Context: an optimization exercise on an open-source flow, tuned for small area and a short achievable clock period. The choices shown serve that exercise and are no tape-out recipe. In this exercise RTL edits were held to simulation tests only and were not proved equivalent to the original.

==> config.mk <==
export PLATFORM = sky130hd
export DESIGN_NAME = lmk_crc
export DESIGN_NICKNAME = lmk_crc
export VERILOG_FILES = /design/flow/design.v
export SDC_FILE = /design/flow/constraint.sdc
export NUM_CORES = 4
export LEC_CHECK = 0
export CAP_MARGIN = 20
export CORE_MARGIN = 10
export CORE_UTILIZATION = 40
export SLEW_MARGIN = 20
==> constraint.sdc <==
create_clock -name core_clock -period 30.0 [get_ports {clk}]
set_input_delay 6.0000 -clock core_clock [delete_from_list [all_inputs] [get_ports {clk}]]
set_output_delay 6.0000 -clock core_clock [all_outputs]
set_load 0.01 [all_outputs]
==> design.v <==
module lmk_crc (
    input  wire        clk,
    input  wire        rst,         
    input  wire        wr_valid,
    input  wire [2:0]  wr_sel,      
    input  wire [2:0]  wr_size,     
    input  wire [63:0] wr_data,
    output wire [31:0] ctl_rd,
    output wire [31:0] run_lo,
    output wire [31:0] run_hi
);
    reg  [1:0]     alg;
    reg  [3:0]     data_bytes;
    reg  [3:0]     fold_bytes;
    reg  [63:0]    y;           
    reg  [2-1:0] p;           
    reg  [31:0]    hi_held;
    reg            hi_pending;
    wire a0 = (alg == 2'd0);
    wire a1 = (alg == 2'd1);
    function [31:0] rev32(input [31:0] v);
        integer k;
        for (k = 0; k < 32; k = k + 1) rev32[k] = v[31-k];
    endfunction
    function [63:0] h1_8(input [63:0] y, input a0);
        reg [7:0] u, v;
        reg [38:0] t;
        begin
            u = y[7:0] & {8{a0}};
            v = y[7:0] & {8{~a0}};
            t[0] = v[2] ^ v[3];
            t[1] = v[0] ^ v[7];
            t[2] = v[1] ^ v[6];
            t[3] = v[4] ^ v[5];
            t[4] = y[6] ^ u[1];
            t[5] = y[0] ^ y[2];
            t[6] = y[3] ^ u[6];
            t[7] = v[0] ^ t[0];
            t[8] = v[3] ^ t[1];
            t[9] = u[1] ^ t[6];
            t[10] = u[5] ^ v[0];
            t[11] = y[7] ^ v[6];
            t[12] = v[3] ^ v[4];
            t[13] = v[7] ^ t[0];
            t[14] = y[4] ^ u[3];
            t[15] = y[1] ^ y[3];
            t[16] = y[5] ^ u[4];
            t[17] = u[6] ^ u[7];
            t[18] = v[2] ^ v[7];
            t[19] = y[2] ^ u[0];
            t[20] = v[2] ^ t[1];
            t[21] = v[0] ^ v[6];
            t[22] = v[5] ^ t[2];
            t[23] = y[1] ^ v[6];
            t[24] = u[2] ^ u[4];
            t[25] = y[2] ^ y[5];
            t[26] = u[4] ^ u[7];
            t[27] = y[4] ^ y[7];
            t[28] = u[3] ^ t[4];
            t[29] = y[4] ^ u[5];
            t[30] = t[5] ^ t[11];
            t[31] = v[0] ^ v[2];
            t[32] = u[7] ^ t[9];
            t[33] = y[0] ^ v[4];
            t[34] = v[1] ^ v[5];
            t[35] = v[3] ^ v[7];
            t[36] = v[1] ^ t[3];
            t[37] = v[4] ^ t[2];
            t[38] = t[2] ^ t[3];
            h1_8[0] = t[5] ^ t[14] ^ t[23] ^ y[8];
            h1_8[1] = v[7] ^ t[5] ^ t[15] ^ t[16] ^ y[9];
            h1_8[2] = t[9] ^ t[10] ^ t[24] ^ y[10];
            h1_8[3] = u[2] ^ v[1] ^ t[10] ^ t[14] ^ t[17] ^ y[11];
            h1_8[4] = y[1] ^ t[17] ^ t[25] ^ y[12];
            h1_8[5] = t[4] ^ t[7] ^ t[26] ^ y[13];
            h1_8[6] = t[10] ^ t[15] ^ t[27] ^ y[14];
            h1_8[7] = y[5] ^ t[28] ^ y[15];
            h1_8[8] = y[0] ^ y[6] ^ y[7] ^ t[24] ^ y[16];
            h1_8[9] = t[29] ^ t[30] ^ y[17];
            h1_8[10] = y[4] ^ y[6] ^ t[8] ^ t[25] ^ y[18];
            h1_8[11] = y[5] ^ y[7] ^ t[6] ^ t[31] ^ y[19];
            h1_8[12] = y[2] ^ v[0] ^ t[32] ^ y[20];
            h1_8[13] = y[1] ^ u[7] ^ t[12] ^ y[21];
            h1_8[14] = u[1] ^ v[5] ^ t[14] ^ t[31] ^ y[22];
            h1_8[15] = u[0] ^ u[2] ^ v[3] ^ t[2] ^ t[16] ^ y[23];
            h1_8[16] = u[5] ^ t[18] ^ t[28] ^ t[33] ^ y[24];
            h1_8[17] = v[3] ^ v[5] ^ t[4] ^ t[5] ^ t[27] ^ y[25];
            h1_8[18] = y[7] ^ t[7] ^ t[16] ^ y[26];
            h1_8[19] = u[4] ^ u[5] ^ t[9] ^ t[19] ^ y[27];
            h1_8[20] = u[2] ^ t[29] ^ t[32] ^ y[28];
            h1_8[21] = y[5] ^ u[1] ^ t[17] ^ t[33] ^ y[29];
            h1_8[22] = y[6] ^ u[0] ^ u[3] ^ t[26] ^ t[34] ^ y[30];
            h1_8[23] = y[2] ^ u[3] ^ t[10] ^ t[11] ^ y[31];
            h1_8[24] = y[2] ^ v[4] ^ t[4] ^ t[8] ^ y[32];
            h1_8[25] = y[3] ^ v[5] ^ t[30] ^ y[33];
            h1_8[26] = y[2] ^ t[35] ^ y[34];
            h1_8[27] = y[3] ^ v[2] ^ t[2] ^ y[35];
            h1_8[28] = y[4] ^ u[0] ^ t[13] ^ y[36];
            h1_8[29] = y[5] ^ u[0] ^ t[0] ^ t[23] ^ y[37];
            h1_8[30] = v[7] ^ t[4] ^ t[12] ^ t[19] ^ y[38];
            h1_8[31] = v[5] ^ t[11] ^ t[15] ^ t[19] ^ y[39];
            h1_8[32] = v[1] ^ t[35] ^ y[40];
            h1_8[33] = v[0] ^ t[2] ^ y[41];
            h1_8[34] = v[1] ^ t[20] ^ y[42];
            h1_8[35] = t[12] ^ t[21] ^ y[43];
            h1_8[36] = t[1] ^ t[36] ^ y[44];
            h1_8[37] = v[0] ^ t[3] ^ y[45];
            h1_8[38] = t[22] ^ y[46];
            h1_8[39] = v[6] ^ t[20] ^ y[47];
            h1_8[40] = v[4] ^ v[6] ^ t[13] ^ y[48];
            h1_8[41] = t[13] ^ t[22] ^ y[49];
            h1_8[42] = v[1] ^ t[8] ^ y[50];
            h1_8[43] = t[21] ^ y[51];
            h1_8[44] = v[1] ^ v[7] ^ y[52];
            h1_8[45] = t[37] ^ y[53];
            h1_8[46] = v[5] ^ t[20] ^ y[54];
            h1_8[47] = v[4] ^ t[0] ^ y[55];
            h1_8[48] = v[3] ^ t[3] ^ y[56];
            h1_8[49] = t[3] ^ t[21] ^ y[57];
            h1_8[50] = t[1] ^ t[22] ^ y[58];
            h1_8[51] = v[4] ^ t[1] ^ y[59];
            h1_8[52] = v[2] ^ v[6] ^ t[3] ^ y[60];
            h1_8[53] = v[5] ^ v[6] ^ t[8] ^ y[61];
            h1_8[54] = t[18] ^ y[62];
            h1_8[55] = t[0] ^ t[37] ^ y[63];
            h1_8[56] = t[0] ^ t[1] ^ t[3];
            h1_8[57] = v[5] ^ t[7];
            h1_8[58] = t[2] ^ t[12];
            h1_8[59] = t[3] ^ t[18];
            h1_8[60] = t[7] ^ t[36];
            h1_8[61] = t[7] ^ t[38];
            h1_8[62] = t[13] ^ t[38];
            h1_8[63] = t[8] ^ t[34];
        end
    endfunction
    function [63:0] h1_32(input [63:0] y, input a0);
        reg [31:0] u, v;
        reg [207:0] t;
        begin
            u = y[31:0] & {32{a0}};
            v = y[31:0] & {32{~a0}};
            t[0] = v[14] ^ v[24];
            t[1] = v[0] ^ v[13];
            t[2] = v[2] ^ v[30];
            t[3] = v[3] ^ v[31];
            t[4] = v[7] ^ v[27];
            t[5] = v[10] ^ v[28];
            t[6] = v[1] ^ v[11];
            t[7] = v[9] ^ v[12];
            t[8] = v[17] ^ v[26];
            t[9] = v[16] ^ v[23];
            t[10] = v[8] ^ v[15];
            t[11] = v[18] ^ v[22];
            t[12] = v[19] ^ v[20];
            t[13] = v[21] ^ v[25];
            t[14] = v[4] ^ t[2];
            t[15] = v[29] ^ t[3];
            t[16] = u[6] ^ u[16];
            t[17] = v[6] ^ t[6];
            t[18] = y[6] ^ y[15];
            t[19] = t[4] ^ t[5];
            t[20] = v[5] ^ t[9];
            t[21] = y[23] ^ u[2];
            t[22] = y[26] ^ u[9];
            t[23] = v[8] ^ v[19];
            t[24] = u[4] ^ u[31];
            t[25] = y[30] ^ u[25];
            t[26] = v[12] ^ t[0];
            t[27] = v[21] ^ t[10];
            t[28] = y[21] ^ v[14];
            t[29] = y[22] ^ u[0];
            t[30] = y[20] ^ u[23];
            t[31] = u[1] ^ u[10];
            t[32] = v[20] ^ t[1];
            t[33] = y[7] ^ y[24];
            t[34] = y[28] ^ v[13];
            t[35] = u[20] ^ v[18];
            t[36] = y[12] ^ u[3];
            t[37] = y[9] ^ u[17];
            t[38] = y[27] ^ u[30];
            t[39] = v[22] ^ t[13];
            t[40] = y[3] ^ y[19];
            t[41] = y[31] ^ u[18];
            t[42] = v[25] ^ t[7];
            t[43] = y[14] ^ u[5];
            t[44] = v[15] ^ v[16];
            t[45] = v[3] ^ v[29];
            t[46] = y[11] ^ y[25];
            t[47] = y[17] ^ u[21];
            t[48] = y[29] ^ v[9];
            t[49] = v[14] ^ t[12];
            t[50] = y[4] ^ u[13];
            t[51] = u[8] ^ v[10];
            t[52] = u[25] ^ t[38];
            t[53] = v[23] ^ v[24];
            t[54] = y[26] ^ v[17];
            t[55] = y[15] ^ v[24];
            t[56] = t[1] ^ t[12];
            t[57] = t[18] ^ t[28];
            t[58] = u[24] ^ v[27];
            t[59] = v[13] ^ t[3];
            t[60] = v[1] ^ v[2];
            t[61] = t[7] ^ t[15];
            t[62] = t[8] ^ t[11];
            t[63] = y[16] ^ t[35];
            t[64] = u[1] ^ t[46];
            t[65] = u[15] ^ t[33];
            t[66] = y[5] ^ y[8];
            t[67] = y[27] ^ t[16];
            t[68] = u[2] ^ t[47];
            t[69] = y[11] ^ u[29];
            t[70] = u[6] ^ v[15];
            t[71] = u[22] ^ u[26];
            t[72] = u[28] ^ t[37];
            t[73] = y[0] ^ y[10];
            t[74] = y[12] ^ u[23];
            t[75] = y[28] ^ u[29];
            t[76] = u[7] ^ u[19];
            t[77] = u[30] ^ t[24];
            t[78] = y[2] ^ y[23];
            t[79] = y[13] ^ u[8];
            t[80] = y[29] ^ v[21];
            t[81] = u[0] ^ t[16];
            t[82] = u[17] ^ v[13];
            t[83] = v[27] ^ t[26];
            t[84] = y[1] ^ y[20];
            t[85] = y[5] ^ t[21];
            t[86] = y[2] ^ v[8];
            t[87] = v[9] ^ v[22];
            t[88] = v[16] ^ t[36];
            t[89] = u[11] ^ t[29];
            t[90] = v[18] ^ t[14];
            t[91] = v[26] ^ t[0];
            t[92] = v[8] ^ t[6];
            t[93] = u[4] ^ t[58];
            t[94] = v[17] ^ t[2];
            t[95] = t[5] ^ t[43];
            t[96] = u[22] ^ t[22];
            t[97] = v[29] ^ t[31];
            t[98] = t[25] ^ t[96];
            t[99] = v[5] ^ v[12];
            t[100] = t[10] ^ t[17];
            t[101] = v[7] ^ t[9];
            t[102] = v[11] ^ v[25];
            t[103] = t[1] ^ t[23];
            t[104] = v[0] ^ t[27];
            t[105] = v[23] ^ t[14];
            t[106] = v[1] ^ t[20];
            t[107] = v[11] ^ t[19];
            t[108] = v[10] ^ t[4];
            t[109] = v[9] ^ t[45];
            t[110] = y[4] ^ u[27];
            t[111] = u[5] ^ u[14];
            t[112] = v[30] ^ t[64];
            t[113] = t[21] ^ t[23];
            t[114] = t[34] ^ t[63];
            t[115] = y[25] ^ u[10];
            t[116] = y[26] ^ t[65];
            t[117] = v[31] ^ t[36];
            t[118] = t[48] ^ t[68];
            t[119] = t[67] ^ t[116];
            t[120] = y[7] ^ v[21];
            t[121] = y[16] ^ t[51];
            t[122] = u[3] ^ v[0];
            t[123] = t[50] ^ t[53];
            t[124] = t[52] ^ t[69];
            t[125] = t[70] ^ t[122];
            t[126] = t[71] ^ t[124];
            t[127] = t[72] ^ t[123];
            t[128] = y[17] ^ u[18];
            t[129] = u[9] ^ u[27];
            t[130] = u[14] ^ t[66];
            t[131] = v[20] ^ t[74];
            t[132] = v[24] ^ t[6];
            t[133] = t[39] ^ t[132];
            t[134] = t[73] ^ t[128];
            t[135] = t[76] ^ t[77];
            t[136] = y[0] ^ y[18];
            t[137] = y[7] ^ t[40];
            t[138] = v[26] ^ t[25];
            t[139] = t[11] ^ t[24];
            t[140] = y[3] ^ y[8];
            t[141] = y[14] ^ t[140];
            t[142] = y[11] ^ v[7];
            t[143] = t[82] ^ t[84];
            t[144] = y[4] ^ t[57];
            t[145] = y[13] ^ y[30];
            t[146] = y[19] ^ u[28];
            t[147] = t[33] ^ t[86];
            t[148] = t[41] ^ t[87];
            t[149] = y[1] ^ y[24];
            t[150] = y[31] ^ u[23];
            t[151] = v[5] ^ t[54];
            t[152] = y[22] ^ u[6];
            t[153] = y[26] ^ u[12];
            t[154] = v[20] ^ v[27];
            t[155] = t[3] ^ t[55];
            t[156] = y[13] ^ t[30];
            t[157] = v[28] ^ t[4];
            t[158] = y[18] ^ u[21];
            t[159] = v[29] ^ t[92];
            t[160] = y[21] ^ u[7];
            t[161] = t[79] ^ t[93];
            t[162] = y[15] ^ t[95];
            t[163] = u[8] ^ t[29];
            t[164] = t[41] ^ t[97];
            t[165] = y[22] ^ v[26];
            t[166] = y[31] ^ t[18];
            t[167] = v[11] ^ t[43];
            t[168] = y[10] ^ u[29];
            t[169] = v[22] ^ t[32];
            t[170] = u[10] ^ u[31];
            t[171] = v[6] ^ t[60];
            t[172] = v[21] ^ t[7];
            t[173] = t[101] ^ t[171];
            t[174] = y[23] ^ u[24];
            t[175] = u[0] ^ t[44];
            t[176] = v[19] ^ t[0];
            t[177] = y[21] ^ u[3];
            t[178] = v[4] ^ t[4];
            t[179] = y[27] ^ u[19];
            t[180] = v[7] ^ t[8];
            t[181] = v[13] ^ v[25];
            t[182] = t[31] ^ t[89];
            t[183] = v[6] ^ t[8];
            t[184] = v[4] ^ v[5];
            t[185] = v[9] ^ t[184];
            t[186] = v[10] ^ v[18];
            t[187] = v[30] ^ t[186];
            t[188] = t[20] ^ t[103];
            t[189] = v[15] ^ t[8];
            t[190] = v[31] ^ t[17];
            t[191] = t[0] ^ t[42];
            t[192] = t[5] ^ t[104];
            t[193] = v[2] ^ v[7];
            t[194] = t[32] ^ t[61];
            t[195] = v[17] ^ t[11];
            t[196] = v[12] ^ t[11];
            t[197] = t[56] ^ t[196];
            t[198] = t[59] ^ t[106];
            t[199] = t[27] ^ t[62];
            t[200] = v[11] ^ t[94];
            t[201] = v[28] ^ t[10];
            t[202] = v[6] ^ v[15];
            t[203] = v[0] ^ t[15];
            t[204] = v[14] ^ t[13];
            t[205] = t[1] ^ t[8];
            t[206] = t[100] ^ t[109];
            t[207] = t[19] ^ t[42];
            h1_32[0] = y[6] ^ t[22] ^ t[65] ^ t[110] ^ t[111] ^ t[112] ^ t[113] ^ t[114] ^ y[32];
            h1_32[1] = u[28] ^ t[49] ^ t[66] ^ t[115] ^ t[117] ^ t[118] ^ t[119] ^ y[33];
            h1_32[2] = u[18] ^ t[12] ^ t[120] ^ t[121] ^ t[125] ^ t[126] ^ t[127] ^ y[34];
            h1_32[3] = u[26] ^ v[16] ^ t[75] ^ t[129] ^ t[130] ^ t[131] ^ t[133] ^ t[134] ^ t[135] ^ y[35];
            h1_32[4] = u[14] ^ u[16] ^ v[22] ^ t[7] ^ t[17] ^ t[54] ^ t[78] ^ t[79] ^ t[80] ^ t[115] ^ t[135] ^ t[136] ^ y[36];
            h1_32[5] = u[28] ^ v[1] ^ t[51] ^ t[78] ^ t[81] ^ t[82] ^ t[83] ^ t[137] ^ t[138] ^ t[139] ^ y[37];
            h1_32[6] = u[17] ^ v[4] ^ t[41] ^ t[46] ^ t[55] ^ t[56] ^ t[67] ^ t[75] ^ t[78] ^ t[141] ^ y[38];
            h1_32[7] = y[6] ^ y[12] ^ y[14] ^ u[27] ^ t[25] ^ t[27] ^ t[40] ^ t[48] ^ t[85] ^ t[136] ^ t[142] ^ t[143] ^ y[39];
            h1_32[8] = u[26] ^ v[0] ^ v[10] ^ t[84] ^ t[88] ^ t[144] ^ t[145] ^ t[146] ^ t[147] ^ t[148] ^ y[40];
            h1_32[9] = y[9] ^ u[13] ^ v[20] ^ t[40] ^ t[51] ^ t[57] ^ t[75] ^ t[89] ^ t[90] ^ t[149] ^ t[150] ^ t[151] ^ y[41];
            h1_32[10] = y[5] ^ y[10] ^ y[30] ^ u[11] ^ v[2] ^ v[8] ^ t[34] ^ t[80] ^ t[152] ^ t[153] ^ t[154] ^ t[155] ^ y[42];
            h1_32[11] = y[13] ^ u[11] ^ u[12] ^ v[3] ^ t[11] ^ t[23] ^ t[38] ^ t[48] ^ t[81] ^ t[91] ^ t[120] ^ t[150] ^ y[43];
            h1_32[12] = u[2] ^ u[5] ^ t[0] ^ t[18] ^ t[37] ^ t[52] ^ t[121] ^ t[139] ^ t[142] ^ t[153] ^ t[156] ^ y[44];
            h1_32[13] = y[15] ^ u[13] ^ u[20] ^ t[24] ^ t[28] ^ t[64] ^ t[88] ^ t[113] ^ t[134] ^ t[157] ^ y[45];
            h1_32[14] = y[9] ^ y[28] ^ u[25] ^ u[27] ^ t[8] ^ t[55] ^ t[76] ^ t[88] ^ t[152] ^ t[156] ^ t[158] ^ t[159] ^ y[46];
            h1_32[15] = y[14] ^ y[23] ^ y[29] ^ t[42] ^ t[63] ^ t[71] ^ t[73] ^ t[94] ^ t[146] ^ t[160] ^ t[161] ^ y[47];
            h1_32[16] = v[18] ^ v[19] ^ t[30] ^ t[47] ^ t[59] ^ t[69] ^ t[129] ^ t[138] ^ t[149] ^ t[162] ^ t[163] ^ y[48];
            h1_32[17] = y[24] ^ u[16] ^ t[4] ^ t[34] ^ t[57] ^ t[86] ^ t[98] ^ t[131] ^ t[164] ^ y[49];
            h1_32[18] = y[0] ^ v[27] ^ t[31] ^ t[35] ^ t[40] ^ t[80] ^ t[127] ^ t[165] ^ t[166] ^ t[167] ^ y[50];
            h1_32[19] = u[24] ^ u[28] ^ t[22] ^ t[52] ^ t[99] ^ t[100] ^ t[158] ^ t[168] ^ t[169] ^ y[51];
            h1_32[20] = y[19] ^ v[14] ^ t[34] ^ t[126] ^ t[170] ^ t[172] ^ t[173] ^ y[52];
            h1_32[21] = y[12] ^ y[29] ^ u[1] ^ u[9] ^ u[25] ^ v[3] ^ v[17] ^ t[16] ^ t[77] ^ t[147] ^ t[162] ^ t[169] ^ y[53];
            h1_32[22] = y[1] ^ y[11] ^ v[29] ^ t[13] ^ t[35] ^ t[72] ^ t[110] ^ t[141] ^ t[145] ^ t[170] ^ t[174] ^ t[175] ^ y[54];
            h1_32[23] = y[16] ^ u[7] ^ u[20] ^ u[21] ^ u[27] ^ t[14] ^ t[70] ^ t[74] ^ t[148] ^ t[151] ^ t[168] ^ t[176] ^ y[55];
            h1_32[24] = y[19] ^ u[1] ^ t[19] ^ t[30] ^ t[50] ^ t[68] ^ t[81] ^ t[98] ^ t[130] ^ t[155] ^ y[56];
            h1_32[25] = y[20] ^ u[14] ^ u[22] ^ v[19] ^ v[30] ^ t[1] ^ t[37] ^ t[85] ^ t[119] ^ t[164] ^ t[177] ^ y[57];
            h1_32[26] = y[10] ^ y[18] ^ y[19] ^ v[31] ^ t[9] ^ t[22] ^ t[143] ^ t[163] ^ t[167] ^ t[177] ^ t[178] ^ y[58];
            h1_32[27] = y[2] ^ y[18] ^ u[9] ^ v[16] ^ v[30] ^ t[30] ^ t[99] ^ t[144] ^ t[179] ^ t[180] ^ t[181] ^ t[182] ^ y[59];
            h1_32[28] = u[12] ^ v[31] ^ t[10] ^ t[28] ^ t[58] ^ t[85] ^ t[114] ^ t[137] ^ t[182] ^ t[183] ^ y[60];
            h1_32[29] = u[12] ^ v[14] ^ t[30] ^ t[112] ^ t[118] ^ t[125] ^ t[161] ^ t[165] ^ y[61];
            h1_32[30] = y[18] ^ u[13] ^ v[1] ^ t[21] ^ t[93] ^ t[95] ^ t[98] ^ t[117] ^ t[160] ^ t[175] ^ y[62];
            h1_32[31] = y[8] ^ y[25] ^ u[3] ^ v[7] ^ v[18] ^ t[2] ^ t[29] ^ t[50] ^ t[54] ^ t[97] ^ t[111] ^ t[166] ^ t[174] ^ t[179] ^ y[63];
            h1_32[32] = v[6] ^ v[27] ^ t[59] ^ t[102] ^ t[185];
            h1_32[33] = t[26] ^ t[102] ^ t[187] ^ t[188];
            h1_32[34] = t[56] ^ t[189] ^ t[190] ^ t[191];
            h1_32[35] = t[12] ^ t[17] ^ t[83] ^ t[105] ^ t[192];
            h1_32[36] = v[5] ^ v[28] ^ t[44] ^ t[133] ^ t[193] ^ t[194];
            h1_32[37] = v[19] ^ v[21] ^ t[5] ^ t[6] ^ t[26] ^ t[45] ^ t[193] ^ t[195];
            h1_32[38] = t[10] ^ t[45] ^ t[102] ^ t[105] ^ t[197];
            h1_32[39] = v[4] ^ v[30] ^ t[12] ^ t[91] ^ t[172] ^ t[198];
            h1_32[40] = v[31] ^ t[2] ^ t[20] ^ t[49] ^ t[107] ^ t[199];
            h1_32[41] = v[30] ^ t[39] ^ t[178] ^ t[189] ^ t[194];
            h1_32[42] = v[5] ^ t[39] ^ t[108] ^ t[176] ^ t[190];
            h1_32[43] = v[24] ^ t[14] ^ t[44] ^ t[197];
            h1_32[44] = v[17] ^ t[13] ^ t[49] ^ t[198];
            h1_32[45] = v[13] ^ t[39] ^ t[49] ^ t[101] ^ t[200] ^ t[201];
            h1_32[46] = v[20] ^ t[0] ^ t[9] ^ t[61] ^ t[199];
            h1_32[47] = t[87] ^ t[104] ^ t[107] ^ t[183];
            h1_32[48] = t[7] ^ t[9] ^ t[11] ^ t[19] ^ t[159];
            h1_32[49] = v[29] ^ t[5] ^ t[7] ^ t[53] ^ t[103] ^ t[200];
            h1_32[50] = t[6] ^ t[15] ^ t[32] ^ t[187] ^ t[191];
            h1_32[51] = v[18] ^ v[31] ^ t[26] ^ t[173] ^ t[192];
            h1_32[52] = v[1] ^ v[28] ^ t[62] ^ t[105] ^ t[109] ^ t[202];
            h1_32[53] = v[19] ^ v[24] ^ t[20] ^ t[90] ^ t[108] ^ t[203];
            h1_32[54] = v[18] ^ t[3] ^ t[32] ^ t[106] ^ t[180];
            h1_32[55] = t[2] ^ t[6] ^ t[9] ^ t[157] ^ t[204] ^ t[205];
            h1_32[56] = t[60] ^ t[62] ^ t[83] ^ t[201] ^ t[203];
            h1_32[57] = v[2] ^ v[24] ^ v[26] ^ t[4] ^ t[206];
            h1_32[58] = v[0] ^ v[3] ^ v[8] ^ v[16] ^ t[14] ^ t[207];
            h1_32[59] = t[5] ^ t[15] ^ t[92] ^ t[185] ^ t[205];
            h1_32[60] = v[29] ^ t[60] ^ t[91] ^ t[188] ^ t[207];
            h1_32[61] = t[0] ^ t[2] ^ t[5] ^ t[8] ^ t[154] ^ t[181] ^ t[206];
            h1_32[62] = v[26] ^ t[44] ^ t[61] ^ t[90] ^ t[107] ^ t[204];
            h1_32[63] = v[25] ^ t[15] ^ t[53] ^ t[99] ^ t[108] ^ t[195] ^ t[202];
        end
    endfunction
    function [63:0] h2_8(input [63:0] y, input a0);
        reg [29:0] t;
        begin
            t[0] = y[2] ^ y[3];
            t[1] = y[0] ^ y[7];
            t[2] = y[1] ^ y[5];
            t[3] = y[4] ^ y[6];
            t[4] = y[1] ^ y[7];
            t[5] = y[3] ^ y[4];
            t[6] = y[2] ^ y[4];
            t[7] = y[0] ^ t[0];
            t[8] = y[5] ^ y[6];
            t[9] = y[7] ^ t[0];
            t[10] = y[1] ^ y[3];
            t[11] = y[2] ^ y[6];
            t[12] = y[0] ^ y[1];
            t[13] = y[2] ^ t[3];
            t[14] = y[0] ^ y[5];
            t[15] = t[2] ^ t[7];
            t[16] = y[3] ^ t[1];
            t[17] = y[3] ^ y[5];
            t[18] = y[0] ^ y[6];
            t[19] = y[4] ^ t[1];
            t[20] = y[6] ^ t[2];
            t[21] = y[5] ^ t[13];
            t[22] = y[6] ^ t[4];
            t[23] = y[7] ^ t[6];
            t[24] = y[0] ^ t[3];
            t[25] = t[1] ^ t[5];
            t[26] = y[2] ^ y[7];
            t[27] = y[2] ^ t[1];
            t[28] = t[3] ^ t[9];
            t[29] = y[1] ^ t[3];
            h2_8[0] = y[8] ^ (t[6] ^ t[12]) ^ (a0 ? (y[3]) : (y[6]));
            h2_8[1] = y[9] ^ (t[15]) ^ (a0 ? (y[4]) : (y[7]));
            h2_8[2] = y[10] ^ (y[3]) ^ (a0 ? (t[2] ^ t[13]) : (y[0]));
            h2_8[3] = y[11] ^ (y[4]) ^ (a0 ? (t[8] ^ t[9]) : (t[12]));
            h2_8[4] = y[12] ^ (y[2] ^ t[2]) ^ (a0 & (y[6] ^ y[7]));
            h2_8[5] = y[13] ^ (y[6]) ^ (a0 ? (y[4] ^ t[4]) : (t[7]));
            h2_8[6] = y[14] ^ (t[4] ^ t[5]) ^ (a0 ? (y[5]) : (y[0]));
            h2_8[7] = y[15] ^ (t[8]) ^ (a0 & (t[10]));
            h2_8[8] = y[16] ^ (y[6] ^ t[1]) ^ (a0 & (t[6]));
            h2_8[9] = y[17] ^ (t[1] ^ t[6]) ^ (a0 ? (y[5]) : (y[6]));
            h2_8[10] = y[18] ^ (t[21]) ^ (~a0 & (t[16]));
            h2_8[11] = y[19] ^ (y[7] ^ t[17]) ^ (a0 ? (y[6]) : (y[0] ^ y[2]));
            h2_8[12] = y[20] ^ (t[0]) ^ (a0 ? (t[22]) : (y[0]));
            h2_8[13] = y[21] ^ (y[1]) ^ (a0 ? (y[7]) : (t[5]));
            h2_8[14] = y[22] ^ (y[4]) ^ (a0 ? (t[10]) : (y[2] ^ t[14]));
            h2_8[15] = y[23] ^ (y[5]) ^ (a0 ? (y[0] ^ t[6]) : (y[6] ^ t[10]));
            h2_8[16] = y[24] ^ (t[18]) ^ (a0 ? (y[3] ^ t[2]) : (t[23]));
            h2_8[17] = y[25] ^ (t[1] ^ t[13]) ^ (a0 ? (y[1]) : (t[17]));
            h2_8[18] = y[26] ^ (y[5] ^ y[7]) ^ (a0 ? (y[4]) : (t[7]));
            h2_8[19] = y[27] ^ (t[0]) ^ (a0 & (t[2] ^ t[24]));
            h2_8[20] = y[28] ^ (t[5]) ^ (a0 & (y[7] ^ t[2] ^ t[11]));
            h2_8[21] = y[29] ^ (t[14]) ^ (a0 ? (t[22]) : (y[4]));
            h2_8[22] = y[30] ^ (y[6]) ^ (a0 ? (t[25]) : (t[2]));
            h2_8[23] = y[31] ^ (t[26]) ^ (a0 ? (t[17]) : (t[18]));
            h2_8[24] = y[32] ^ (t[11]) ^ (a0 ? (y[1]) : (t[25]));
            h2_8[25] = y[33] ^ (t[0] ^ t[1]) ^ (~a0 & (t[8]));
            h2_8[26] = y[34] ^ (y[2]) ^ (~a0 & (y[3] ^ y[7]));
            h2_8[27] = y[35] ^ (y[3]) ^ (~a0 & (y[1] ^ t[11]));
            h2_8[28] = y[36] ^ (y[4]) ^ (a0 ? (y[0]) : (t[9]));
            h2_8[29] = y[37] ^ (t[2]) ^ (a0 ? (y[0]) : (y[6] ^ t[0]));
            h2_8[30] = y[38] ^ (t[11]) ^ (a0 ? (t[12]) : (y[7] ^ t[5]));
            h2_8[31] = y[39] ^ (t[0] ^ t[4]) ^ (a0 ? (y[0]) : (t[8]));
            h2_8[32] = y[40] ^ (~a0 & (y[3] ^ t[4]));
            h2_8[33] = y[41] ^ (~a0 & (y[6] ^ t[12]));
            h2_8[34] = y[42] ^ (~a0 & (y[1] ^ t[27]));
            h2_8[35] = y[43] ^ (~a0 & (y[3] ^ t[24]));
            h2_8[36] = y[44] ^ (~a0 & (t[2] ^ t[19]));
            h2_8[37] = y[45] ^ (~a0 & (y[4] ^ t[14]));
            h2_8[38] = y[46] ^ (~a0 & (t[20]));
            h2_8[39] = y[47] ^ (~a0 & (t[1] ^ t[11]));
            h2_8[40] = y[48] ^ (~a0 & (t[28]));
            h2_8[41] = y[49] ^ (~a0 & (t[9] ^ t[20]));
            h2_8[42] = y[50] ^ (~a0 & (t[1] ^ t[10]));
            h2_8[43] = y[51] ^ (~a0 & (t[18]));
            h2_8[44] = y[52] ^ (~a0 & (t[4]));
            h2_8[45] = y[53] ^ (~a0 & (t[29]));
            h2_8[46] = y[54] ^ (~a0 & (y[5] ^ t[27]));
            h2_8[47] = y[55] ^ (~a0 & (y[4] ^ t[0]));
            h2_8[48] = y[56] ^ (~a0 & (y[5] ^ t[5]));
            h2_8[49] = y[57] ^ (~a0 & (t[3] ^ t[14]));
            h2_8[50] = y[58] ^ (~a0 & (t[1] ^ t[20]));
            h2_8[51] = y[59] ^ (~a0 & (t[19]));
            h2_8[52] = y[60] ^ (~a0 & (t[21]));
            h2_8[53] = y[61] ^ (~a0 & (t[8] ^ t[16]));
            h2_8[54] = y[62] ^ (~a0 & (t[26]));
            h2_8[55] = y[63] ^ (~a0 & (t[0] ^ t[29]));
            h2_8[56] = (~a0 & (y[5] ^ t[0] ^ t[19]));
            h2_8[57] = (~a0 & (y[5] ^ t[7]));
            h2_8[58] = (~a0 & (t[3] ^ t[10]));
            h2_8[59] = (~a0 & (y[5] ^ t[23]));
            h2_8[60] = (~a0 & (y[4] ^ t[15]));
            h2_8[61] = (~a0 & (t[3] ^ t[15]));
            h2_8[62] = (~a0 & (t[2] ^ t[28]));
            h2_8[63] = (~a0 & (t[2] ^ t[16]));
        end
    endfunction
    function [63:0] h2_16(input [63:0] y, input a0);
        reg [72:0] t;
        begin
            t[0] = y[5] ^ y[7];
            t[1] = y[10] ^ y[11];
            t[2] = y[3] ^ y[14];
            t[3] = y[2] ^ y[6];
            t[4] = y[4] ^ y[8];
            t[5] = y[0] ^ y[9];
            t[6] = y[1] ^ y[12];
            t[7] = y[13] ^ y[15];
            t[8] = y[1] ^ y[9];
            t[9] = y[8] ^ y[13];
            t[10] = y[0] ^ y[15];
            t[11] = y[11] ^ y[12];
            t[12] = y[10] ^ y[12];
            t[13] = y[7] ^ t[2];
            t[14] = y[5] ^ y[6];
            t[15] = y[3] ^ y[15];
            t[16] = y[2] ^ y[13];
            t[17] = y[9] ^ y[14];
            t[18] = y[10] ^ t[3];
            t[19] = t[0] ^ t[4];
            t[20] = y[2] ^ t[1];
            t[21] = y[14] ^ t[5];
            t[22] = t[1] ^ t[6];
            t[23] = y[4] ^ y[11];
            t[24] = y[8] ^ t[3];
            t[25] = y[0] ^ y[1];
            t[26] = y[1] ^ y[4];
            t[27] = y[7] ^ y[14];
            t[28] = y[9] ^ y[11];
            t[29] = y[4] ^ y[6];
            t[30] = y[7] ^ t[5];
            t[31] = y[8] ^ t[12];
            t[32] = t[1] ^ t[9];
            t[33] = y[5] ^ y[12];
            t[34] = y[7] ^ y[9];
            t[35] = t[2] ^ t[10];
            t[36] = y[11] ^ t[8];
            t[37] = y[5] ^ y[15];
            t[38] = y[2] ^ y[14];
            t[39] = y[3] ^ y[5];
            t[40] = y[0] ^ y[3];
            t[41] = y[4] ^ t[3];
            t[42] = y[8] ^ t[0];
            t[43] = t[0] ^ t[5];
            t[44] = y[0] ^ y[11];
            t[45] = y[13] ^ t[6];
            t[46] = t[18] ^ t[45];
            t[47] = t[7] ^ t[13];
            t[48] = t[4] ^ t[5];
            t[49] = t[14] ^ t[48];
            t[50] = y[15] ^ t[6];
            t[51] = y[15] ^ t[11];
            t[52] = t[2] ^ t[4];
            t[53] = y[2] ^ t[12];
            t[54] = t[14] ^ t[15];
            t[55] = y[7] ^ y[13];
            t[56] = y[6] ^ y[14];
            t[57] = y[11] ^ t[4];
            t[58] = t[18] ^ t[39];
            t[59] = y[4] ^ t[1];
            t[60] = t[0] ^ t[28];
            t[61] = t[0] ^ t[40];
            t[62] = y[6] ^ t[7];
            t[63] = t[6] ^ t[29];
            t[64] = y[10] ^ t[10];
            t[65] = y[6] ^ y[8];
            t[66] = y[15] ^ t[1];
            t[67] = y[2] ^ y[8];
            t[68] = t[6] ^ t[9];
            t[69] = t[0] ^ t[22];
            t[70] = y[0] ^ t[3];
            t[71] = t[4] ^ t[17];
            t[72] = t[7] ^ t[24];
            h2_16[0] = y[16] ^ (t[30] ^ t[31]) ^ (a0 ? (t[23]) : (y[2] ^ t[2]));
            h2_16[1] = y[17] ^ (t[8] ^ t[32]) ^ (a0 ? (y[0] ^ t[33]) : (y[4] ^ t[15]));
            h2_16[2] = y[18] ^ (t[44]) ^ (a0 ? (t[17] ^ t[46]) : (y[3] ^ t[19]));
            h2_16[3] = y[19] ^ (t[6]) ^ (a0 ? (t[20] ^ t[47]) : (t[49]));
            h2_16[4] = y[20] ^ (y[10] ^ t[16] ^ t[34]) ^ (a0 ? (t[35]) : (y[1] ^ t[14]));
            h2_16[5] = y[21] ^ (t[13]) ^ (a0 ? (t[5] ^ t[50]) : (t[1] ^ t[24]));
            h2_16[6] = y[22] ^ (t[34] ^ t[51]) ^ (a0 ? (t[16] ^ t[25]) : (y[3] ^ t[4]));
            h2_16[7] = y[23] ^ (y[4] ^ t[13] ^ t[16]) ^ (a0 ? (t[36]) : (y[5]));
            h2_16[8] = y[24] ^ (t[37] ^ t[52]) ^ (a0 ? (t[53]) : (y[0] ^ y[6]));
            h2_16[9] = y[25] ^ (t[31] ^ t[54]) ^ (a0 ? (t[55]) : (t[26] ^ t[38]));
            h2_16[10] = y[26] ^ (y[13] ^ t[12] ^ t[56]) ^ (~a0 & (t[37] ^ t[57]));
            h2_16[11] = y[27] ^ (y[11] ^ t[7]) ^ (a0 ? (y[0] ^ t[27]) : (y[8] ^ t[58]));
            h2_16[12] = y[28] ^ (y[0] ^ t[59]) ^ (a0 ? (y[15] ^ t[8] ^ t[27]) : (t[24]));
            h2_16[13] = y[29] ^ (t[0] ^ t[8]) ^ (a0 ? (y[2] ^ y[4] ^ y[15]) : (t[11] ^ t[40]));
            h2_16[14] = y[30] ^ (y[12] ^ t[41]) ^ (a0 ? (y[3] ^ t[60]) : (y[10] ^ t[9] ^ t[25]));
            h2_16[15] = y[31] ^ (y[13] ^ t[61]) ^ (a0 ? (y[6] ^ t[4] ^ t[12]) : (t[36] ^ t[38]));
            h2_16[16] = y[32] ^ (y[1] ^ t[4] ^ t[56]) ^ (a0 ? (y[13] ^ t[60]) : (t[15] ^ t[53]));
            h2_16[17] = y[33] ^ (y[14] ^ t[31] ^ t[37]) ^ (a0 ? (t[3] ^ t[30]) : (y[13] ^ t[23]));
            h2_16[18] = y[34] ^ (y[3] ^ t[62]) ^ (a0 ? (y[4] ^ t[6]) : (t[20] ^ t[42]));
            h2_16[19] = y[35] ^ (t[20]) ^ (a0 ? (t[9] ^ t[17] ^ t[33]) : (t[29]));
            h2_16[20] = y[36] ^ (y[3] ^ t[11]) ^ (a0 ? (y[10] ^ t[17] ^ t[62]) : (y[0] ^ t[0]));
            h2_16[21] = y[37] ^ (t[9]) ^ (a0 ? (y[15] ^ t[21]) : (t[63]));
            h2_16[22] = y[38] ^ (t[27]) ^ (a0 ? (t[50] ^ t[57]) : (y[5] ^ t[5] ^ t[16]));
            h2_16[23] = y[39] ^ (t[64]) ^ (a0 ? (t[0] ^ t[16] ^ t[23]) : (y[1] ^ t[2] ^ t[65]));
            h2_16[24] = y[40] ^ (y[10] ^ t[2] ^ t[26]) ^ (a0 ? (y[6] ^ t[43]) : (y[8] ^ t[51]));
            h2_16[25] = y[41] ^ (t[19] ^ t[66]) ^ (a0 ? (t[3] ^ t[25]) : (y[13] ^ t[2]));
            h2_16[26] = y[42] ^ (y[4] ^ t[58]) ^ (a0 ? (y[1]) : (y[7] ^ y[11] ^ t[10]));
            h2_16[27] = y[43] ^ (y[5] ^ t[3] ^ t[23]) ^ (a0 ? (y[3] ^ y[7]) : (y[1] ^ y[10] ^ t[21]));
            h2_16[28] = y[44] ^ (y[6] ^ y[12] ^ t[61]) ^ (a0 ? (t[4]) : (y[1] ^ y[15] ^ t[20]));
            h2_16[29] = y[45] ^ (y[13] ^ t[8] ^ t[29]) ^ (a0 ? (t[42]) : (y[14] ^ t[1]));
            h2_16[30] = y[46] ^ (y[10] ^ t[0] ^ t[38]) ^ (a0 ? (y[9] ^ t[65]) : (t[10] ^ t[11]));
            h2_16[31] = y[47] ^ (y[6] ^ t[34] ^ t[66]) ^ (a0 ? (y[3] ^ y[8]) : (y[1] ^ y[14] ^ t[16]));
            h2_16[32] = y[48] ^ (~a0 & (y[15] ^ t[28]));
            h2_16[33] = y[49] ^ (~a0 & (t[5] ^ t[13] ^ t[67]));
            h2_16[34] = y[50] ^ (~a0 & (y[10] ^ t[4] ^ t[8] ^ t[15]));
            h2_16[35] = y[51] ^ (~a0 & (t[2] ^ t[11] ^ t[19]));
            h2_16[36] = y[52] ^ (~a0 & (y[12] ^ t[7] ^ t[49]));
            h2_16[37] = y[53] ^ (~a0 & (t[3] ^ t[39] ^ t[68]));
            h2_16[38] = y[54] ^ (~a0 & (y[9] ^ y[13] ^ t[13] ^ t[41]));
            h2_16[39] = y[55] ^ (~a0 & (y[10] ^ t[19] ^ t[35]));
            h2_16[40] = y[56] ^ (~a0 & (t[35] ^ t[41] ^ t[69]));
            h2_16[41] = y[57] ^ (~a0 & (y[14] ^ t[7] ^ t[8] ^ t[14] ^ t[59]));
            h2_16[42] = y[58] ^ (~a0 & (y[8] ^ t[28] ^ t[54]));
            h2_16[43] = y[59] ^ (~a0 & (t[52] ^ t[70]));
            h2_16[44] = y[60] ^ (~a0 & (t[15] ^ t[26] ^ t[43]));
            h2_16[45] = y[61] ^ (~a0 & (t[2] ^ t[43] ^ t[63]));
            h2_16[46] = y[62] ^ (~a0 & (t[7] ^ t[18] ^ t[19] ^ t[25]));
            h2_16[47] = y[63] ^ (~a0 & (t[14] ^ t[22]));
            h2_16[48] = (~a0 & (t[11] ^ t[55] ^ t[70]));
            h2_16[49] = (~a0 & (t[13] ^ t[68]));
            h2_16[50] = (~a0 & (y[2] ^ t[7] ^ t[71]));
            h2_16[51] = (~a0 & (y[2] ^ y[12] ^ t[10] ^ t[42]));
            h2_16[52] = (~a0 & (t[27] ^ t[46]));
            h2_16[53] = (~a0 & (t[44] ^ t[47] ^ t[67]));
            h2_16[54] = (~a0 & (y[2] ^ y[7] ^ t[26] ^ t[64]));
            h2_16[55] = (~a0 & (t[21] ^ t[69]));
            h2_16[56] = (~a0 & (t[22] ^ t[72]));
            h2_16[57] = (~a0 & (t[32]));
            h2_16[58] = (~a0 & (t[11] ^ t[21]));
            h2_16[59] = (~a0 & (y[10] ^ t[6] ^ t[7]));
            h2_16[60] = (~a0 & (y[3] ^ y[12] ^ t[30] ^ t[32]));
            h2_16[61] = (~a0 & (y[13] ^ t[22] ^ t[71]));
            h2_16[62] = (~a0 & (t[7] ^ t[20] ^ t[21] ^ t[33]));
            h2_16[63] = (~a0 & (y[7] ^ t[36] ^ t[72]));
        end
    endfunction
    wire [63:0] r0 = y;
    wire [63:0] r1 = p[0] ? h2_8(r0, a0) : r0;
    wire [63:0] r2 = p[1] ? h2_16(r1, a0) : r1;
    wire [63:0] s = r2;
    assign ctl_rd = {20'd0, fold_bytes, data_bytes, 2'b00, alg};
    assign run_lo = a1 ? rev32(s[63:32]) : s[31:0];
    assign run_hi = a1 ? rev32(s[31:0]) : (a0 ? 32'd0 : s[63:32]);
    function [2:0] cnt_m1(input [3:0] f);
        cnt_m1 = (f == 4'd0 || f > 4'd8) ? 3'd7 : f[2:0] - 3'd1;
    endfunction
    function [7:0] therm(input [2:0] c);    
        integer k;
        for (k = 0; k < 8; k = k + 1) therm[k] = (k <= c);
    endfunction
    wire [2:0] m_db = cnt_m1(data_bytes);
    wire [2:0] m_fb = cnt_m1(fold_bytes);
    wire [7:0] t_db = therm(m_db);
    wire [7:0] t_fb = therm(m_fb);
    wire       size8  = (wr_size == 3'd7);
    wire       s_fold = (wr_sel == 3'd3);
    wire       s_data = (wr_sel == 3'd4);
    wire       s_port = (wr_sel == 3'd5);
    wire       proc   = (s_fold & size8) | s_data | s_port;
    wire [2:0] m_db4  = (!size8 && m_db[2]) ? 3'd3 : m_db;
    wire [2:0] m      = s_fold ? m_fb : s_data ? m_db4 : wr_size;    
    wire [7:0] t_port = therm(wr_size);
    wire [7:0] bmask  = ({8{s_fold}} & t_fb) |
                        ({8{s_data}} & t_db & {{4{size8}}, 4'hF}) |
                        ({8{s_port}} & t_port);
    reg [63:0] dx;
    integer b, t;
    always @(*) begin
        for (b = 0; b < 8; b = b + 1)
            for (t = 0; t < 8; t = t + 1)
                dx[8*b+t] = (b == 0 || bmask[b]) & (a1 ? wr_data[8*b+7-t] : wr_data[8*b+t]);
    end
    wire [63:0] x0 = {a0 ? 32'd0 : s[63:32], s[31:0]} ^ dx;
    wire [63:0] x1 = h1_8(x0, a0);
    wire [63:0] x2 = m[2] ? h1_32(x1, a0) : x1;
    wire [63:0] xn = x2;
    wire [1:0] new_alg = (wr_data[1:0] == 2'd3) ? alg : wr_data[1:0];
    wire       flip    = a1 ^ (new_alg == 2'd1);
    always @(posedge clk) begin
        if (rst) begin
            alg        <= 2'd0;
            data_bytes <= 4'd4;
            fold_bytes <= 4'd8;
            y          <= 64'h0000_0000_FFFF_FFFF;
            p          <= 0;
            hi_pending <= 1'b0;
        end else if (wr_valid) begin
            case (wr_sel)
                3'd0: begin
                    alg        <= new_alg;
                    data_bytes <= wr_data[7:4];
                    fold_bytes <= wr_data[11:8];
                    p          <= 0;
                    if (wr_data[12])
                        y <= (new_alg == 2'd0) ? 64'h0000_0000_FFFF_FFFF :
                             (new_alg == 2'd1) ? 64'd0 : 64'hFFFF_FFFF_FFFF_FFFF;
                    else if (flip)
                        y <= {rev32(s[31:0]), rev32(s[63:32])};
                    else
                        y <= s;
                end
                3'd1: begin
                    if (a0)
                        y <= {32'd0, wr_data[31:0]};
                    else if (a1)
                        y <= size8 ? {rev32(wr_data[31:0]), rev32(wr_data[63:32])}
                                   : {rev32(wr_data[31:0]), hi_pending ? rev32(hi_held) : s[31:0]};
                    else
                        y <= size8 ? wr_data : {hi_pending ? hi_held : s[63:32], wr_data[31:0]};
                    p          <= 0;
                    hi_pending <= 1'b0;
                end
                3'd2: begin
                    if (!a0)
                        hi_pending <= 1'b1;
                end
                default: begin
                    if (proc) begin
                        y <= xn;
                        p <= {m[1], m[0]};
                    end
                end
            endcase
        end
    end
    always @(posedge clk)
        if (!rst && wr_valid && wr_sel == 3'd2 && !a0)
            hi_held <= wr_data[31:0];
endmodule
==> flow/run.sh <==
#!/bin/bash
# Own layout flow: the standard ORFS flow (standard.sh, unchanged synthesis
# script synth_recipe.tcl) with two changes:
#  - ABC maps for area (flow/abc_area.script in place of ORFS's abc_speed.script);
#  - the resizer's timing repair aims for SETUP_SLACK_MARGIN ns of setup slack,
#    so it sizes up the longest paths (the clock period and SDC are unchanged).
# Every tool's log stays under orfs/logs; make's own output goes to flow_make.log.
set -euo pipefail
here=$(pwd)
rm -rf scripts_mod
cp -r "$FLOW_HOME/scripts" scripts_mod
cp flow/abc_area.script scripts_mod/abc_speed.script
margin=$(cat flow/setup_margin 2>/dev/null || echo 19)
bash standard.sh SCRIPTS_DIR="$here/scripts_mod" SETUP_SLACK_MARGIN="$margin" finish > flow_make.log 2>&1
==> flow/abc_area.script <==
strash
dch
map -a
topo
dnsize
==> flow/setup_margin <==
19
==> standard.sh <==
#!/bin/bash
# synth_recipe.tcl (not shown) runs the flow's synth.tcl, then flattens the netlist and writes it again
# the make line also repeats each setting of config.mk as NAME=value (left out here)
make -C /OpenROAD-flow-scripts/flow DESIGN_CONFIG=/design/flow/config.mk WORK_HOME=/design/flow/orfs CLKGATE_MAP_FILE= SYNTH_SCRIPT=/design/flow/synth_recipe.tcl "${@:-finish}"
==> run notes <==
Floorplanning
The floorplan step set the die height to approximately 270 um. The starting utilization of the core area is 40.4%. From left edge to right edge, the die measures 267 um.

The total die area is 0.0714 mm2. Row generation in the floorplan step produced 90 rows. The total area inside the core boundary comes to about 0.060 mm2. 169 I/O pins were placed.

Place
Port buffering added 146 buffers. The global placement routability congestion is 1.13. Counting tap cells, the placed design contains a total of around 5000 instances. The cell area after placement is 0.0285 mm2. The half-perimeter wire length after detailed placement is 128000 um.

Cells and area
The area added between synthesis and finish is 32.2%. The net total in the final layout is 4409. The post-route non-filler standard cell count is 5123.

The cell area after layout is 0.0323 mm2. The fraction of layout cells with a size suffix above 1 is about a fifth. Once layout is complete, the utilization of the core stands at between 50 and 60%.

Global routing
The number of antenna violations at the first check in global routing is 6. The number of global-route vias before repair is between 20000 and 30000. The global-route wire length before repair is 223000 um. Entering global routing, the biggest net connects 113 pins. The leftover overflow at the end of global routing is 0.

The total global-route track usage is a little over two fifths.

Run status
The flow ran to the end and the layout has no timing, DRC or antenna violations.

Drt
In the final routed layout, each cell accounts on average for 31.8 um. The routed wire length is about 160000 um. After detailed routing, the number of vias per cell comes to 6.19. The residual antenna-violating net count after detailed routing is 0. After detailed routing, the number of remaining DRC violations is 0. The first detailed-routing pass took 7 iterations.

The iteration-0 DRC count of the detailed router is approximately 5000. The routed layout has 31696 vias.

CTS
The root buffer cell is sky130_fd_sc_hd__clkbuf_16. Counting every sink on the clock net gives 109. The largest buffer count on any clock path is 2. The number of clock buffers inserted by TritonCTS is 9. The clock latency at the later pin of the worst-skew pair is 0.41 ns. The H-tree was split into 3 levels. TritonCTS built the clock tree. Clock-pin slew was measured on the worst setup and hold paths at 0.09 ns.

STA
For this run, the top clock speed supported by timing is approximately 90 MHz. The number of hold-slack violations in the final timing report was 0. The transition time at the pin with the least slew margin is 1.24 ns. Dividing the final minimum period by the clock period gives between 30% and 40%. The final critical path time including I/O delays and setup is around 11 ns. Setup violations remaining at the end of the flow were counted as 0. The relative max-transition margin is between 10% and 20%. Clock skew on the completed layout was measured at 0.0270 ns. The count of final max-slew check failures was 0. The final-layout setup total negative slack is 0 ns. Setup repair after global routing could not meet its margin everywhere.

Logic synthesis
After synthesis the netlist holds a flip-flop and latch count of 109. For this run, the number of Yosys warnings is 1. The share of the synthesized area in the top cell type is 27.6%. The post-synthesis cell area is 0.0245 mm2. A synthesized cell averages 6.18 um2.

The synthesized design spends more area on one cell type than any other, namely sky130_fd_sc_hd__xor2_1. The post-synthesis instance total is about 4000. Sequential cells were found to cover 10.2% of the synthesized design area. Synthesis instantiated slightly above 40 different standard cells from the library.

In the post-synthesis netlist, the biggest area contributors are sky130_fd_sc_hd__xor2_1, sky130_fd_sc_hd__nand2_1, sky130_fd_sc_hd__o21ai_0.

Setup path
STA classifies the critical path endpoint as an output pin. The largest incremental delay on the critical path is 0.57 ns. The worst setup path is of the flip-flop to output pin kind.

The data required time of the critical path is 24.00 ns. STA puts the critical path data arrival time at 5.11 ns. The worst setup path is launched from a flip-flop. The combined buffer and inverter count along the critical path is 6. The family of cells with the greatest summed delay on the critical path is buffers and inverters. The critical-path cell with the highest stage delay is sky130_fd_sc_hd__clkdlybuf4s50_1. Of all nets on the critical path, the largest fanout is 18. Counting stages on the worst path, the most repeated cell is sky130_fd_sc_hd__nand2_1.

Job
The tool flagged a number of max-cap violations equal to 0.

Min path
The worst hold path belongs to the class flip-flop to flip-flop.
[per-stage QoR]
stage / setup WS [ns] / hold slack [ns]
finish: 18.89 / 0.465
global route: 18.67 / 0.511
CTS: 18.92 / 0.468
detailed placement: 16.65 / 0.455
global placement: 16.53 / 0.454
floorplan: 15.97 / 0.444
[registers in the layout, summed over array words and instances, names as in the netlist]
signal and cells:
alg 2, data_bytes 4, fold_bytes 4, hi_held 32
hi_pending 1, p 2, y 64
[per-layer routing]
metal	track usage (%)	vias up	routed length, um
li1	-	13807	-
met1	55.0	14695	60000
met2	63.5	2545	65700
met3	12.2	641	21700
met4	32.8	8	15600
met5	0	-	56
[final cells by class]
| class | instances | area, um2 |
|---|---|---|
| fill | 6248 | 28100 |
| clock buffer | 9 | 225 |
| multi-input combinational | 3509 | 23600 |
| timing repair buffer | 369 | 3360 |
| sequential | 109 | 2530 |
| clock inverter | 7 | 93.8 |
| antenna | 2 | 5.00 |
| inverter | 336 | 1510 |
| tap | 782 | 978 |
[worst min-delay path, stage by stage (launching register included)]
cell	delay, ns
sky130_fd_sc_hd__dfxtp_1	0.32
sky130_fd_sc_hd__clkinv_1	0.06
sky130_fd_sc_hd__a21oi_1	0.05
[Yosys cell counts]
cell type                     n
sky130_fd_sc_hd__nand4_1      3
sky130_fd_sc_hd__o32ai_1     15
sky130_fd_sc_hd__a221oi_1     2
sky130_fd_sc_hd__a21boi_0     1
sky130_fd_sc_hd__o22ai_1     40
sky130_fd_sc_hd__xor2_1     770
sky130_fd_sc_hd__nand3_1     36
sky130_fd_sc_hd__dfxtp_1     77
sky130_fd_sc_hd__a31oi_1     63
sky130_fd_sc_hd__o2111ai_1    1
sky130_fd_sc_hd__nand2_1    776
sky130_fd_sc_hd__nor2_1     377
sky130_fd_sc_hd__nor2b_1      2
sky130_fd_sc_hd__ha_1         2
sky130_fd_sc_hd__a32o_1       1
sky130_fd_sc_hd__a22oi_1     10
sky130_fd_sc_hd__a211oi_1    13
sky130_fd_sc_hd__a21oi_1    411
sky130_fd_sc_hd__nand3b_1     1
sky130_fd_sc_hd__edfxtp_1    32
sky130_fd_sc_hd__o221ai_1     5
sky130_fd_sc_hd__o21a_1       6
sky130_fd_sc_hd__buf_4       22
sky130_fd_sc_hd__or3_1        1
sky130_fd_sc_hd__a221o_1      1
sky130_fd_sc_hd__xnor2_1    287
sky130_fd_sc_hd__a311oi_1     1
sky130_fd_sc_hd__o21ai_0    527
sky130_fd_sc_hd__and2_1       1
sky130_fd_sc_hd__a211o_1      1
sky130_fd_sc_hd__conb_1       1
sky130_fd_sc_hd__o32a_1       1
sky130_fd_sc_hd__mux2i_1      4
sky130_fd_sc_hd__a32oi_1      4
sky130_fd_sc_hd__a21o_1       2
sky130_fd_sc_hd__a31o_2       1
sky130_fd_sc_hd__o211ai_1    32
sky130_fd_sc_hd__or2_2       63
sky130_fd_sc_hd__nor3_1      25
sky130_fd_sc_hd__clkinv_1   336
sky130_fd_sc_hd__o31ai_1      1
[cells in the final DEF (no fill, tap or decap), types with 20 or more instances in the layout]
| cell | n |
|---|---|
| sky130_fd_sc_hd__edfxtp_1 | 32 |
| sky130_fd_sc_hd__o211ai_1 | 32 |
| sky130_fd_sc_hd__a31oi_1 | 63 |
| sky130_fd_sc_hd__or2_2 | 54 |
| sky130_fd_sc_hd__nor2_1 | 299 |
| sky130_fd_sc_hd__buf_4 | 204 |
| sky130_fd_sc_hd__a21oi_1 | 387 |
| sky130_fd_sc_hd__clkinv_4 | 20 |
| sky130_fd_sc_hd__o22ai_1 | 35 |
| sky130_fd_sc_hd__o21ai_1 | 56 |
| sky130_fd_sc_hd__clkinv_2 | 54 |
| sky130_fd_sc_hd__xor2_4 | 28 |
| sky130_fd_sc_hd__nand2_4 | 39 |
| sky130_fd_sc_hd__clkinv_1 | 235 |
| sky130_fd_sc_hd__nor3_1 | 20 |
| sky130_fd_sc_hd__o21ai_0 | 433 |
| sky130_fd_sc_hd__clkdlybuf4s50_1 | 123 |
| sky130_fd_sc_hd__xor2_1 | 662 |
| sky130_fd_sc_hd__nand2_1 | 666 |
| sky130_fd_sc_hd__dfxtp_1 | 66 |
| sky130_fd_sc_hd__conb_1 | 22 |
| sky130_fd_sc_hd__nor2_4 | 36 |
| sky130_fd_sc_hd__xor2_2 | 80 |
| sky130_fd_sc_hd__o21ai_2 | 23 |
| sky130_fd_sc_hd__xnor2_2 | 22 |
| sky130_fd_sc_hd__nand3_1 | 33 |
| sky130_fd_sc_hd__nand2_2 | 61 |
| sky130_fd_sc_hd__xnor2_1 | 256 |
| sky130_fd_sc_hd__nor2_2 | 42 |
[cell families after synthesis]
family,after synthesis,synth area share (%)
AOI/OAI and AO/OA,1139,25.0
DFF,109,10.2
xor gates and xnor gates,1057,37.9
buffers and inverters,358,5.83
other,1,0.0153
adders and majority gates,2,0.102
and+or+nand+nor,1285,20.8
muxes,4,0.164
[repair_timing]
item / CTS / global route
endpoints found under the setup margin: 128 / 122
setup buffers: 46 / 92
hold buffers: 0 / 0
pin swaps: 37 / 43
cloned: 0 / 1
endpoints found under the hold margin: 0 / 0
gates resized for setup: 353 / 194
[final timing paths]
kind,start,end,slack (ns),cells past startpoint
worst max register to register,y[7],y[41],21.30,45
worst max-delay path,y[7],run_lo[20],18.89,25
worst min register to register,fold_bytes[1],fold_bytes[1],0.47,2
worst min-delay path,fold_bytes[1],fold_bytes[1],0.47,2

port drivers added, routing unchanged:
In the flow no input, the clock included, has a driving cell. The finished layout below was timed again as built, in two steps. Step 1 sets driving cells, clkbuf_16 on the clock port and buf_2 on the other inputs (assumed; they add their load-dependent delay and slew). Step 2, shift: input delay + t, output delay - t, t = (earliest + latest rising clock arrival at the registers) / 2. This alone moves slack from input paths to output paths. Three values: ideal, step 1, step 2; two values: the first two.
shift t [ns]: 0.456
slack for setup (ns): 18.892 / 18.837 / 18.471
worst hold slack (ns): 0.465 / 0.465 / 0.465
clock arrival spread, ns: 0.027 / 0.027
worst data-port slew with drivers (ns): 0.09
After both steps this run still meets setup and hold. For this run, drivers alone change the setup slack by -0.055 ns; drivers and shift together by -0.421 ns.
